Context: an optimization exercise on an open-source flow, tuned for small area, a short achievable clock period and few clock cycles per item. The choices shown serve that exercise and are no tape-out recipe. Function was checked by simulation only, so behaviour that the tests miss may differ from the original. Power is estimated from default activity; no workload was simulated.

===== flow/constraint.sdc =====
create_clock -name core_clock -period 7.0 [get_ports {clk}]
set_input_delay 1.4000 -clock core_clock [delete_from_list [all_inputs] [get_ports {clk}]]
set_output_delay 1.4000 -clock core_clock [all_outputs]
set_load 0.01 [all_outputs]

===== flow/config.mk =====
export PLATFORM = sky130hd
export DESIGN_NAME = psn_line_decoder
export DESIGN_NICKNAME = psn_line_decoder
export VERILOG_FILES = /design/flow/design.v
export SDC_FILE = /design/flow/constraint.sdc
export NUM_CORES = 4
export LEC_CHECK = 0
export CAP_MARGIN = 20
export CORE_MARGIN = 2
export CORE_UTILIZATION = 40
export SLEW_MARGIN = 20

===== flow/design.v =====
module psn_line_decoder (
    input  wire        clk,
    input  wire        rst_n,
    input  wire        in_valid,
    output wire        in_ready,
    input  wire [39:0] in_beat,
    input  wire        in_marked,      
    input  wire [3:0]  in_mark_pos,    
    output wire        out_valid,
    input  wire        out_ready,
    output wire [31:0] out_data,
    output wire        out_last,
    output wire [2:0]  out_status,
    output wire [3:0]  out_pos
);
    localparam [2:0] ST_CLEAN     = 3'd0;
    localparam [2:0] ST_CORRECTED = 3'd1;
    localparam [2:0] ST_ERASURE   = 3'd2;
    localparam [2:0] ST_UNCORR    = 3'd3;
    localparam [2:0] ST_POISON    = 3'd4;
    function [3:0] gf_mul;
        input [3:0] a;
        input [3:0] b;
        reg   [6:0] p;
        integer i;
        begin
            p = 7'd0;
            for (i = 0; i < 4; i = i + 1)
                if (b[i]) p = p ^ ({3'd0, a} << i);
            if (p[6]) p = p ^ 7'b1001100;
            if (p[5]) p = p ^ 7'b0100110;
            if (p[4]) p = p ^ 7'b0010011;
            gf_mul = p[3:0];
        end
    endfunction
    function [3:0] gf_inv;
        input [3:0] a;
        begin
            case (a)
                4'h1: gf_inv = 4'h1;  4'h2: gf_inv = 4'h9;  4'h3: gf_inv = 4'hE;
                4'h4: gf_inv = 4'hD;  4'h5: gf_inv = 4'hB;  4'h6: gf_inv = 4'h7;
                4'h7: gf_inv = 4'h6;  4'h8: gf_inv = 4'hF;  4'h9: gf_inv = 4'h2;
                4'hA: gf_inv = 4'hC;  4'hB: gf_inv = 4'h5;  4'hC: gf_inv = 4'hA;
                4'hD: gf_inv = 4'h4;  4'hE: gf_inv = 4'h3;  4'hF: gf_inv = 4'h8;
                default: gf_inv = 4'h0;
            endcase
        end
    endfunction
    function [3:0] locator;
        input [3:0] p;
        begin
            case (p)
                4'd0: locator = 4'hA;  4'd1: locator = 4'h5;  4'd2: locator = 4'hB;
                4'd3: locator = 4'hC;  4'd4: locator = 4'h6;  4'd5: locator = 4'h3;
                4'd6: locator = 4'h8;  4'd7: locator = 4'h4;  4'd8: locator = 4'h2;
                4'd9: locator = 4'h1;
                default: locator = 4'h0;
            endcase
        end
    endfunction
    function [3:0] position_of;
        input [3:0] l;
        begin
            case (l)
                4'hA: position_of = 4'd0;  4'h5: position_of = 4'd1;  4'hB: position_of = 4'd2;
                4'hC: position_of = 4'd3;  4'h6: position_of = 4'd4;  4'h3: position_of = 4'd5;
                4'h8: position_of = 4'd6;  4'h4: position_of = 4'd7;  4'h2: position_of = 4'd8;
                4'h1: position_of = 4'd9;
                default: position_of = 4'hF;
            endcase
        end
    endfunction
    reg [3:0] s0, s1;
    integer k;
    always @(*) begin
        s0 = 4'd0;
        s1 = 4'd0;
        for (k = 0; k < 10; k = k + 1) begin
            s0 = s0 ^ in_beat[4*k +: 4];
            s1 = s1 ^ gf_mul(in_beat[4*k +: 4], locator(k[3:0]));
        end
    end
    wire [3:0] resid   = s1 ^ gf_mul(locator(in_mark_pos), s0);   
    wire [3:0] beat_loc = gf_mul(s1, gf_inv(s0));                  
    wire [3:0] beat_pos = position_of(beat_loc);
    wire b_poison  = in_marked ? (resid == 4'h2) : (s0 == 4'h0 && s1 == 4'h2);
    wire b_clean   = (s0 == 4'h0) && (s1 == 4'h0);
    wire b_single  = (s0 != 4'h0) && (beat_pos != 4'hF);
    wire b_erasure = (resid == 4'h0);
    reg        draining;
    reg [3:0]  wr_idx;
    reg [3:0]  rd_idx;
    reg [31:0] data_buf [0:15];
    reg [3:0]  s0_buf   [0:15];
    reg        f_poison;    
    reg        f_clean;     
    reg        f_ok;        
    reg        f_haspos;    
    reg [3:0]  f_pos;       
    reg        f_multi;     
    reg        f_erasure;   
    reg [2:0]  line_status;
    reg [3:0]  line_pos;
    wire take = in_valid && in_ready;
    wire give = out_valid && out_ready;
    wire first_beat = (wr_idx == 4'd0);
    wire n_poison  = (first_beat | f_poison)  & b_poison;
    wire n_clean   = (first_beat | f_clean)   & b_clean;
    wire n_ok      = (first_beat | f_ok)      & (b_clean | b_single);
    wire n_erasure = (first_beat | f_erasure) & b_erasure;
    wire n_haspos  = (!first_beat & f_haspos) | b_single;
    wire [3:0] n_pos = (!first_beat & f_haspos) ? f_pos : beat_pos;
    wire n_multi   = (!first_beat & f_multi) |
                     (!first_beat & f_haspos & b_single & (beat_pos != f_pos));
    reg [2:0] dec_status;
    reg [3:0] dec_pos;
    always @(*) begin
        dec_status = ST_UNCORR;
        dec_pos    = 4'hF;
        if (n_poison) begin
            dec_status = ST_POISON;
        end else if (!in_marked) begin
            if (n_clean) begin
                dec_status = ST_CLEAN;
            end else if (n_ok && !n_multi) begin
                dec_status = ST_CORRECTED;
                dec_pos    = n_pos;
            end
        end else if (n_erasure) begin
            dec_status = ST_ERASURE;
            dec_pos    = in_mark_pos;
        end
    end
    always @(posedge clk) begin
        if (!rst_n) begin
            draining    <= 1'b0;
            wr_idx      <= 4'd0;
            rd_idx      <= 4'd0;
            f_poison    <= 1'b0;
            f_clean     <= 1'b0;
            f_ok        <= 1'b0;
            f_haspos    <= 1'b0;
            f_pos       <= 4'd0;
            f_multi     <= 1'b0;
            f_erasure   <= 1'b0;
            line_status <= ST_CLEAN;
            line_pos    <= 4'hF;
        end else if (!draining) begin
            if (take) begin
                f_poison  <= n_poison;
                f_clean   <= n_clean;
                f_ok      <= n_ok;
                f_haspos  <= n_haspos;
                f_pos     <= n_pos;
                f_multi   <= n_multi;
                f_erasure <= n_erasure;
                wr_idx    <= wr_idx + 4'd1;
                if (wr_idx == 4'd15) begin
                    draining    <= 1'b1;
                    rd_idx      <= 4'd0;
                    line_status <= dec_status;
                    line_pos    <= dec_pos;
                end
            end
        end else begin
            if (give) begin
                rd_idx <= rd_idx + 4'd1;
                if (rd_idx == 4'd15)
                    draining <= 1'b0;
            end
        end
    end
    reg [3:0] fix_pos;
    always @(posedge clk) begin
        if (take && wr_idx == 4'd15)
            fix_pos <= (dec_status == ST_CORRECTED) ? n_pos :
                       in_marked ? in_mark_pos : 4'hF;
    end
    always @(posedge clk) begin
        if (take) begin
            data_buf[wr_idx] <= in_beat[31:0];
            s0_buf[wr_idx]   <= s0;
        end
    end
    wire        do_fix = (line_status == ST_CORRECTED) || (line_status == ST_ERASURE) ||
                         (line_status == ST_POISON && fix_pos != 4'hF);
    wire [31:0] fix_mask = (do_fix && fix_pos < 4'd8) ?
                           ({28'd0, s0_buf[rd_idx]} << {fix_pos[2:0], 2'b00}) : 32'd0;
    assign in_ready   = !draining;
    assign out_valid  = draining;
    assign out_data   = data_buf[rd_idx] ^ fix_mask;
    assign out_last   = (rd_idx == 4'd15);
    assign out_status = line_status;
    assign out_pos    = line_pos;
endmodule

===== flow/run.sh =====
#!/bin/bash
# synth_recipe.tcl (not shown) runs the flow's synth.tcl, then flattens the netlist and writes it again
# the make line also repeats each setting of config.mk as NAME=value (left out here)
make -C /OpenROAD-flow-scripts/flow DESIGN_CONFIG=/design/flow/config.mk WORK_HOME=/design/flow/orfs CLKGATE_MAP_FILE= SYNTH_SCRIPT=/design/flow/synth_recipe.tcl finish

==> run summary <==
## cell usage after synthesis (all sizes together) (4+ instances only)
cell / count / area (um2)
inv: 20 / 77.57
mux2: 6 / 75.07
a211oi: 7 / 62.56
a21oi: 25 / 125.1
o21ai: 15 / 75.07
nor3b: 4 / 30.03
clkbuf: 34 / 127.6
mux2i: 13 / 155.2
a31oi: 4 / 25.02
nand2: 77 / 289.0
edfxtp: 580 / 17420
nor2b: 6 / 37.54
and2: 7 / 43.79
and3: 6 / 37.54
xnor3: 8 / 182.7
or2: 4 / 25.03
xor2: 28 / 245.2
xnor2: 108 / 1006
ha: 21 / 262.8
nor3: 12 / 60.06
buf: 20 / 87.58
nor2: 50 / 190.2
nand2b: 4 / 25.02
dfxtp: 30 / 600.6
nand3: 9 / 45.04
mux4: 180 / 4054
## report_power, final
group          leakage, nW  internal (mW)  switching, mW
clock network        0.970           1.90           1.39
logic                 3.16           2.18           2.37
registers             5.49           4.14         0.0230
## layout make-up
type | instances | area [um2] | area share, %
clock inverters | 27 | 221.5 | 0.7267
flip-flops and latches | 610 | 18030 | 59.16
diodes | 1 | 2.502 | 0.008211
multi-input cells | 632 | 7477 | 24.53
clock buffers | 88 | 1777 | 5.830
well taps | 846 | 1059 | 3.473
repair buffers | 202 | 1829 | 6.002
inverters | 21 | 81.33 | 0.2669
## path summary, 6_finish.rpt
check / end / slack (ns) / cells past startpoint
setup reg to reg: data_buf[15][13]$_DFFE_PP_ / 3.85 / 5
setup / recovery: line_pos[2]$_SDFFE_PN1P_ / 0.31 / 23
hold reg to reg: f_poison$_SDFFE_PN0P_ / 0.46 / 2
hold / removal: f_poison$_SDFFE_PN0P_ / 0.46 / 2
## state kept, by name, indices dropped and copies added, names as in the netlist, 3 cells and up, named ones only
name and flops:
data_buf 512, s0_buf 64, f_pos 4, fix_pos 4
line_pos 4, rd_idx 4, wr_idx 4, line_status 3
## kinds of logic (layout without fill, tap and decap cells)
kind of cell | count (synthesis) | in the layout | synth area share, %
AND/OR/NAND/NOR | 188 | 188 | 3.337
other | 0 | 1 | 0
XOR/XNOR | 144 | 144 | 5.582
AO/OA/AOI/OAI | 80 | 80 | 2.085
buffers and inverters | 75 | 338 | 1.154
multiplexers | 199 | 199 | 16.68
adder cells (fa/ha/maj) | 21 | 21 | 1.023
flip-flops | 610 | 610 | 70.14
## worst reg2reg max path, cell delays in order, from the launching register on
cell and delay (ns):
dfxtp_1 0.36, nor2b_1 0.13, buf_4 0.25, nand4_1 0.62, inv_2 0.74, buf_4 0.64
## metal layers
| layer | track usage (%) | vias up | routed length [um] |
|---|---|---|---|
| li1 | - | 5732 | - |
| met1 | 28.38 | 7116 | 28010 |
| met2 | 32.50 | 524 | 31920 |
| met3 | 3.546 | 95 | 4623 |
| met4 | 5.539 | 0 | 1388 |
| met5 | 0 | - | 0 |
## stage by stage
step | instance area, um2 | worst slack, ns | cells | util (%)
floorplan | 25690 | 0.5314 | 1317 | -
global placement | 28450 | -0.04366 | 2310 | 44.94
detailed placement | 28450 | -0.2317 | 2310 | 44.94
CTS | 30450 | 0.3328 | 2425 | 48.09
global route | 30480 | 0.03749 | 2427 | 48.14
finish | 30480 | 0.3112 | 2427 | 48.14
==> key figures <==
Hold path
  – Hold crit path type: reg2reg
  – Worst hold start: f_poison$_SDFFE_PN0P_

Global route
  – Initial antenna violation count: 1
  – Vias in the first global route: 13,680
  – Largest net degree at the start of global routing: 53
  – First-pass GRT wire length: 95.67 mm
  – Gr usage total: 20.16%
  – Residual overflow from global routing: 0

Route
  – Drt wl/cell: 27.17 um
  – Via-to-Cell Ratio: 5.549
  – Final wirelength: 65.95 mm
  – Antenna Nets Post-Route: 0
  – DR iter-0 viols: 1,447
  – DRT Pass-1 Iters: 5
  – Via Count: 13,470
  – DRC: 0

Logic synthesis
  – #FFs+latches synth: 610
  – Seq/Total Area, Yosys: 70.14%
  – Distinct cell type count after synthesis: 68
  – Post-Synthesis Cell Area: 25,690 um2
  – Avg Cell Area, Syn: 19.50 um2
  – Syn Nets: 1,387
  – Post-synth top flop: edfxtp_1
  – Post-synth ARST share: 0%
  – YS warnings: 1
  – Cells after synthesis: 1,317
  – EDFF count, synth: 580

Worst setup path
  – RR Startpoint: draining$_SDFF_PN0_
  – Slowest cell on crit path: or4b_1
  – CP Launch Point: in_beat[20]
  – Setup CP Type: in2reg
  – CP endpoint kind: flop
  – Crit path launch type: primary input
  – Cell Chain, Critical Path: clkdlybuf4s50_1 > xor2_1 > buf_4 > xnor3_1 > xnor2_4 > ha_1 > or2_2 > mux2i_1 > mux2i_1 > a211oi_1 > o211ai_1 > o211a_2 > nor2_2 > inv_1 > ha_1 > inv_1 > nor3_1 > nor3_1 > a221oi_2 > a221oi_1 > clkinv_1 > or4b_1 > a221o_1
  – Worst EP arrival: 7.17 ns
  – CP top delay family: compound AO/OA/AOI/OAI gates
  – Worst path bufs/invs: 5
  – Crit-path max cell delay: 0.51 ns
  – Crit path required time: 7.48 ns
  – Largest fanout on the critical path: 5

CTS
  – CTS buffer count: 66
  – H-Tree Depth: 3
  – Max clock buf depth: 3
  – Sink Count: 610
  – Worst-Skew Late Latency: 0.59 ns
  – Setup repair bufs after CTS: 0
  – Clk Tree Root Cell: clkbuf_16
  – Clock-pin slew on the worst setup and hold paths: 0.06 ns
  – Post-cts hold buffer count: 0
  – CTS tree: done
  – PostCTS Resize Cnt: 0

Place
  – Routability-driven placement congestion ratio: 0.8512
  – Dpl hpwl: 37.84 mm
  – Port bufs: 90

Timing
  – Slew Limit Fails: 0
  – RSZ-0062 raised after global routing: false
  – Slew HR: 25.69%
  – Max Freq: 0.1495 GHz
  – Tmin final: 6.689 ns
  – Slew @ Worst Pin: 1.111 ns
  – Setup TNS: 0 ns
  – Setup violations, final: 0
  – Final worst path period share: 95.55%
  – Hold slack final: 0.4581 ns
  – Post-route clock skew: 0.01604 ns
  – Final count of hold timing violations: 0

Die
  – Initial Utilization: 40.57%
  – Chip height: 257.4 um
  – Die X: 257.4 um
  – Core area: 63,310 um2
  – Die area: 66,260 um2
  – Row cnt: 92
  – I/O Pins: 91

Cells and area
  – Share of layout cells above drive strength 1: 26.46%
  – Most frequent cells in the layout: edfxtp_1, mux4_2, buf_4
  – Layout filler cell count: 5,266
  – Synth-to-Final Area Change: 18.65%
  – Commonest non-fill, non-tap cell in the layout: edfxtp_1
  – Nets: 1,603

Power and ir drop
  – Design Power: 12.00 mW
  – Pwr Density: 393.7 nW/um2
  – Max VDD drop: 0.7288 mV
  – P_leak: 9.615 nW

Job
  – Max-Cap Viols: 0

Outcome
  – Status: finished clean
Testbench counts, summed over its fixed seeds: cycles 46,080, lines 1,440.

what the ideal ports hide:
The flow's constraints put no driver on any port. The routed layout listed below was extracted and timed again, unchanged, in two steps. Step 1 (the two cells are an assumption about what drives the block):
set clk [get_ports {clk}]
set_driving_cell -lib_cell sky130_fd_sc_hd__clkbuf_16 $clk
set_driving_cell -lib_cell sky130_fd_sc_hd__buf_2 [delete_from_list [all_inputs] $clk]
Step 2, shift: input delay + t, output delay - t, t = (earliest + latest rising clock arrival at the registers) / 2. This alone moves slack from input paths to output paths. Three values: no drivers, after step 1, after step 2; two values: the first two.
t (ns): 0.647
setup WS [ns]: 0.311 / 0.342 / -0.306
hold WS [ns]: 0.458 / 0.458 / 0.458
pins driven straight from the clock port: 1
Met with ideal ports but missed after step 2: setup timing in this run. For this run, drivers alone change the setup slack by +0.031 ns; drivers and shift together by -0.617 ns.
